From an optimization exercise on the open Yosys and OpenROAD flow, aimed at small area, a short achievable clock period and few clock cycles per item; shortcuts taken in it are not production practice. Only the layout flow was run in this run; the RTL was not checked for function there. Power is estimated from default activity; no workload was simulated.

**flow/run.sh**
```bash
#!/bin/bash
# synth_recipe.tcl (not shown) runs the flow's synth.tcl, then flattens the netlist and writes it again
# the make line also repeats each setting of config.mk as NAME=value (left out here)
make -C /OpenROAD-flow-scripts/flow DESIGN_CONFIG=/design/flow/config.mk WORK_HOME=/design/flow/orfs CLKGATE_MAP_FILE= SYNTH_SCRIPT=/design/flow/synth_recipe.tcl finish
```
**flow/config.mk**
```make
export PLATFORM = sky130hd
export DESIGN_NAME = bsc_launch
export DESIGN_NICKNAME = bsc_launch
export VERILOG_FILES = /design/flow/design.v
export SDC_FILE = /design/flow/constraint.sdc
export NUM_CORES = 4
export LEC_CHECK = 0
export CAP_MARGIN = 20
export CORE_MARGIN = 2
export CORE_UTILIZATION = 40
export SLEW_MARGIN = 20
```
**flow/constraint.sdc**
```tcl
create_clock -name core_clock -period 16.0 [get_ports {clk}]
set_input_delay 3.2000 -clock core_clock [delete_from_list [all_inputs] [get_ports {clk}]]
set_output_delay 3.2000 -clock core_clock [all_outputs]
set_load 0.01 [all_outputs]
```
**flow/design.v**
```verilog
module bsc_launch (
    input  wire        clk,
    input  wire        rst,
    input  wire        start,
    output wire        ready,
    input  wire [63:0] inst_sec,
    input  wire [29:0] inst_ns,
    input  wire [63:0] anchor_sec,
    input  wire [29:0] anchor_ns,
    input  wire [31:0] anchor_frac,
    input  wire [95:0] anchor_bc,
    input  wire [63:0] rate,
    output reg         done,
    output reg  [95:0] launch
);
    localparam [2:0] S_IDLE = 3'd0;
    localparam [2:0] S_SUB  = 3'd1;
    localparam [2:0] S_M1   = 3'd2;
    localparam [2:0] S_M2   = 3'd3;
    localparam [2:0] S_M3   = 3'd4;
    localparam [2:0] S_ALN  = 3'd5;
    localparam [2:0] S_DIV  = 3'd6;
    localparam [2:0] S_FIN  = 3'd7;
    reg  [2:0]  state;
    reg         rdy;
    reg  [6:0]  cnt;
    reg         neg;
    reg         rz;
    reg  [63:0] dv;      
    reg  [65:0] r3;      
    reg  [63:0] rem;     
    reg  [95:0] t;       
    reg  [95:0] dq;      
    assign ready = rdy;
    wire [1:0]  tap  = (state == S_DIV) ? t[95:94] : 2'b00;
    wire [65:0] x    = {rem, tap};
    wire [66:0] d1   = {1'b0, x} - {3'b000, dv};
    wire [66:0] d2   = {1'b0, x} - {2'b00, dv, 1'b0};
    wire [66:0] d3   = {1'b0, x} - {1'b0, r3};
    wire        ge1  = ~d1[66];
    wire        ge2  = ~d2[66];
    wire        ge3  = ~d3[66];
    wire [1:0]  qd   = ge3 ? 2'd3 : ge2 ? 2'd2 : ge1 ? 2'd1 : 2'd0;
    wire [63:0] rem_nx = ge3 ? d3[63:0] : ge2 ? d2[63:0] : ge1 ? d1[63:0] : x[63:0];
    wire        m3   = (state == S_M3);
    wire        sub  = (state == S_SUB);
    wire [31:0] cns  = dq[63:32];
    wire [95:0] op_a = sub ? {32'd0, t[63:0]}  : m3 ? {t[79:0], 16'd0}  : {t[88:0], 7'd0};
    wire [95:0] op_b = sub ? ~{32'd0, r3[63:0]} : m3 ? ~{t[85:0], 10'd0} : ~{t[94:0], 1'b0};
    wire [95:0] op_c = sub ? 96'd0              : m3 ? ~{t[86:0], 9'd0}  : ~t;
    wire [95:0] op_d = m3 ? {{64{cns[31]}}, cns} : 96'd0;
    wire [95:0] s1   = op_a ^ op_b ^ op_c;
    wire [95:0] c1   = {(op_a[94:0] & op_b[94:0]) | (op_a[94:0] & op_c[94:0]) | (op_b[94:0] & op_c[94:0]), 1'b1};
    wire [95:0] s2   = s1 ^ c1 ^ op_d;
    wire [95:0] c2   = {(s1[94:0] & c1[94:0]) | (s1[94:0] & op_d[94:0]) | (c1[94:0] & op_d[94:0]), ~sub};
    wire [95:0] msum = s2 + c2;
    wire [31:0] cdiff = {2'b00, dq[63:34]} + {2'b11, ~dq[33:4]};
    wire        sgn  = t[95];
    wire [95:0] pp   = t ^ {96{sgn}};
    wire [31:0] ff   = dq[95:64] ^ {32{~sgn}};
    wire        cb   = ~sgn;
    wire [64:0] orr;
    assign orr[64] = 1'b0;
    genvar gi;
    generate
        for (gi = 63; gi >= 0; gi = gi - 1) begin : g_orr
            assign orr[gi] = orr[gi + 1] | dv[gi];
        end
    endgenerate
    wire [63:0] okv0, okv8;
    generate
        for (gi = 0; gi < 64; gi = gi + 1) begin : g_ok
            assign okv0[gi] = ~pp[gi] | orr[gi + 1];
            if (gi + 9 <= 64) begin : g_lo
                assign okv8[gi] = ~pp[gi] | orr[gi + 9];
            end else begin : g_hi
                assign okv8[gi] = ~pp[gi];
            end
        end
    endgenerate
    wire        fit0 = (pp[95:64] == 32'd0) & (&okv0);
    wire        fit8 = (pp[95:64] == 32'd0) & (&okv8);
    wire [95:0] qv    = rz ? 96'd0 : (dq ^ {96{neg}});
    wire [95:0] lsum  = launch + qv + {95'd0, ~rz};
    always @(posedge clk) begin
        if (rst) begin
            state <= S_IDLE;
            rdy   <= 1'b1;
            done  <= 1'b0;
        end else begin
            done <= 1'b0;
            case (state)
                S_IDLE: begin
                    if (start) begin
                        rdy   <= 1'b0;
                        state <= S_SUB;
                    end
                end
                S_SUB:  state <= S_M1;
                S_M1:   state <= S_M2;
                S_M2:   state <= S_M3;
                S_M3:   state <= S_ALN;
                S_ALN:  state <= rz ? S_FIN : S_DIV;
                S_DIV:  if (cnt == 7'd0) state <= S_FIN;
                S_FIN: begin
                    done  <= 1'b1;
                    rdy   <= 1'b1;
                    state <= S_IDLE;
                end
                default: state <= S_IDLE;
            endcase
        end
    end
    always @(posedge clk) begin
        case (state)
            S_IDLE: begin
                if (start && rdy) begin
                    dv     <= rate;
                    rem    <= rate;
                    r3     <= {2'b00, anchor_sec};
                    t      <= {32'd0, inst_sec};
                    dq     <= {anchor_frac, inst_ns, anchor_ns, 4'd0};
                    launch <= anchor_bc;
                end
            end
            S_SUB: begin
                t          <= msum;
                r3         <= d1[65:0];
                dq[63:32]  <= cdiff;
                rz         <= (dv == 64'd0);
            end
            S_M1, S_M2, S_M3: begin
                t <= msum;
            end
            S_ALN: begin
                neg <= sgn;
                if (fit8) begin
                    rem <= {pp[55:0], ff[31:24]};
                    t   <= {ff[23:0], {72{cb}}};
                    dq  <= 96'd0;
                    cnt <= 7'd27;
                end else if (fit0) begin
                    rem <= pp[63:0];
                    t   <= {ff, {64{cb}}};
                    dq  <= 96'd0;
                    cnt <= 7'd31;
                end else begin
                    rem <= 64'd0;
                    t   <= pp;
                    dq  <= {ff, {64{cb}}};
                    cnt <= 7'd79;
                end
            end
            S_DIV: begin
                rem <= rem_nx;
                t   <= {t[93:0], dq[95:94]};
                dq  <= {dq[93:0], qd};
                cnt <= cnt - 7'd1;
            end
            S_FIN: begin
                launch <= lsum;
            end
            default: ;
        endcase
    end
endmodule
```
==> notes.md <==
-- flip-flops by register name, summed over array words and instances (netlist names), 3 cells and up --
name / cells
dq: 96
launch: 96
t: 96
r3: 66
dv: 64
rem: 64
cnt: 7
state: 3
-- power by group through the flow --
| stage | sequential (mW) | clock [mW] | combinational, mW |
|---|---|---|---|
| after floorplan | 2.08 | 0 | 9.41 |
| after global placement | 2.56 | 0 | 12.7 |
| after detailed placement | 2.56 | 0 | 12.7 |
| after CTS | 2.54 | 1.68 | 12.8 |
| after global routing | 2.59 | 1.72 | 14.2 |
| final | 2.59 | 1.66 | 13.0 |
-- critical path: stages, from the launching register on --
cell and delay, ns:
dfxtp_1 0.30, inv_1 0.57, or3_4 0.54, buf_4 0.66
buf_4 0.83, and3_1 0.37, a21o_1 0.14, fa_1 0.46
fa_1 0.49, ha_1 0.40, nand2_1 0.17, nor3_1 0.22
a21oi_1 0.12, o41ai_1 0.58, or3b_2 0.50, o21ai_1 0.26
a41o_1 0.26, o31a_1 0.25, a31oi_1 0.25, or2_2 0.34
a31oi_1 0.17, o21ai_0 0.08
-- per-stage QoR --
stage / util, % / instances / power (mW) / worst slack (ns) / area [µm²]
2_1_floorplan: - / 7516 / 11.5 / 7.50 / 61200
3_3_place_gp: 44.1 / 9541 / 15.2 / 7.84 / 67000
3_5_place_dp: 44.1 / 9541 / 15.3 / 7.78 / 67000
4_1_cts: 45.7 / 9670 / 17.0 / 7.78 / 69400
5_1_grt: 45.7 / 9692 / 18.5 / 7.26 / 69400
6_report: 45.7 / 9695 / 17.2 / 7.70 / 69400
-- path summary, 6_finish.rpt --
check                              to  depth (start not counted)  slack, ns     start
worst max register to register  t[93]                         21       7.70  state[0]
worst min-delay path              rdy                          2       0.57       rdy
worst min register to register    rdy                          2       0.57       rdy
worst max-delay path            t[93]                         21       7.70  state[0]
-- per-layer routing --
metal,vias to the layer above,wire [µm],GRT usage [%]
met2,2967,115000,49.9
met3,527,23400,5.69
met5,-,251,0
met4,40,13100,15.0
li1,27950,-,-
met1,29715,111000,44.0
-- synth_stat cells, types with 70 or more instances --
library cell  number  share of area (%)
o21ai_0          613                5.0
a21oi_1          565                4.6
nand4_1          120                1.2
o21bai_1          90                1.1
ha_1             416                8.5
o221ai_1          70                1.0
edfxtp_1         491                 24
and3_1            96               0.98
o211ai_1         151                1.9
nand2_1          784                4.8
xor2_1           231                3.3
xnor2_1          391                5.6
nand3_1          125                1.0
a221o_1           85                1.4
fa_1             196                6.4
a31oi_1           77               0.79
a21o_1           316                3.9
nor2_1           607                3.7
inv_1            353                2.2
nor3_1            95               0.78
clkbuf_1         468                2.9
-- cells by family (layout without fill, tap and decap cells) --
| logic type | after synthesis | after routing | share of synthesized area [%] |
|---|---|---|---|
| AOI/OAI and AO/OA | 2667 | 2667 | 29.0 |
| muxes | 59 | 59 | 1.03 |
| xor gates and xnor gates | 622 | 622 | 8.91 |
| adders and majority gates | 612 | 612 | 14.9 |
| DFF | 496 | 496 | 24.3 |
| other | 0 | 25 | 0 |
| and+or+nand+nor | 2144 | 2144 | 16.0 |
| buffers and inverters | 916 | 1040 | 5.81 |
-- placed cells by master (no fill, tap or decap), drive strengths merged, types with 54 or more instances in the layout --
master         count
nand2            785
o21ai            635
nor2             609
a21oi            565
edfxtp           491
clkdlybuf4s50    480
ha               416
xnor2            391
inv              356
a21o             316
xor2             231
fa               196
o211ai           151
nand3            125
nand4            120
clkbuf           101
and3              96
nor3              96
o21bai            90
a221o             85
a31oi             77
buf               76
o221ai            73
nor2b             65
a22oi             65
o21a              64
a211oi            62
and2              60
mux2i             54
a221oi            54
-- cell type report --
cell class	count	area (µm²)	area share, %
Multi-Input combinational cell	6104	42900	61.8
Sequential cell	496	14800	21.4
Timing Repair Buffer	556	5380	7.74
Tap cell	2030	2540	3.66
Clock buffer	101	2060	2.96
Inverter	355	1340	1.92
Clock inverter	28	277	0.398
Antenna cell	25	62.6	0.0901
==> out/results.tsv <==
metric	value	unit
status	timing/DRC/antenna clean	
sequential-to-total area share from yosys stat	24.3	%
Worst slew margin	24.5	%
static leakage	28.0	nW
Global Route Usage Sum	32.4	%
Crit. End Element	flop	
final setup fails	0	
CTS buffer count	72	
Seq cells post-synth	496	
wire per inst	27.1	µm
via count	61199	
Yosys warning count	1	
Synth Instances	7516	
switch share	54.5	%
Tcrit/Tclk final	51.9	%
clock network power share	9.6	%
Worst-Skew Late Latency	0.69	ns
sequential power share	15.0	%
Die W	395	µm
Post-synth ARST share	0	%
FP Rows	143	
# IOs	481	
worst vdd ir	176	µV
H-tree Lvls	3	
final WL	263	mm
CP startpoint kind	flop	
Die Y	395	µm
Starting Density	40.3	%
post-route ant nets	0	
DRC	0	
initial antenna violation count	51	
library cells used by synthesis	96	
EDFF count, synth	491	
Syn Nets	8511	
worst endpoint data arrival time	8.71	ns
skew final	0.0317	ns
die area	156000	µm²
Fill cells	15006	
first-pass GRT wire length	385	mm
# nets final	8580	
Critical Path Fanout Max	91	
RSZ-0062 raised after global routing	false	
GP Congestion	0.962	
area of the core	152000	µm²
critical path data required time	16.41	ns
# port buffers	480	
minimum clock period	8.30	ns
clk slew on worst S/H paths	0.06	ns
largest net degree at the start of global routing	100	
NetSw	9.39	mW
setup tns final	0	ns
Final Hold Vio Count	0	
Slew @ Worst Pin	1.12	ns
cts hold-fix bufs	0	
TritonCTS clock tree	done	
max cap viols	0	
Max Fclk	0.121	GHz
hold slack final	0.573	ns
CP Class	reg -> reg	
gr ovfl total	0	
synthesis-to-finish area growth	13.5	%
post-CTS setup buffer count	0	
clock sinks	496	
number of global-route vias before repair	58406	
Internal Power	7.84	mW
share of layout cells above drive strength 1	3.61	%
root buffer cell	clkbuf_16	
power density cells	248	nW/µm²
first drt pass iteration count	9	
Synth Flop Type	edfxtp_1	
Detail Placement HPWL	207	mm
Slew Limit Fails	0	
Mapped Area	61200	µm²
Comb pwr share	75.3	%
post-CTS resize count	0	
starting DRC count in detailed routing	7254	
Hold WC Path Type	reg -> reg	
vias per inst	6.31	
Avg Inst Size Synth	8.14	µm²
worst-case clock buffer depth	3	

==> what the ideal ports hide <==
The flow's constraints put no driver on any port. The routed layout listed below was extracted and timed again, unchanged, in two steps.
Step 1 sets driving cells, clkbuf_16 on the clock port and buf_2 on the other inputs (assumed; they add their load-dependent delay and slew).
Step 2 moves the port delays by t, midway between the first and last clock arrival at a register: inputs arrive t later, outputs are due t later. That takes back most of the time a late clock gives input paths.
Slacks: ideal / step 1 / step 2; pairs: ideal / step 1.
t (ns): 0.760
slack for setup (ns): 7.702 / 7.702 / 7.702
worst hold slack (ns): 0.573 / 0.573 / 0.573
clock arrival spread, ns: 0.032 / 0.032
After both steps setup and hold are still met in this run. The setup slack of this run moves by 0.000 ns with the drivers and by 0.000 ns with both steps.
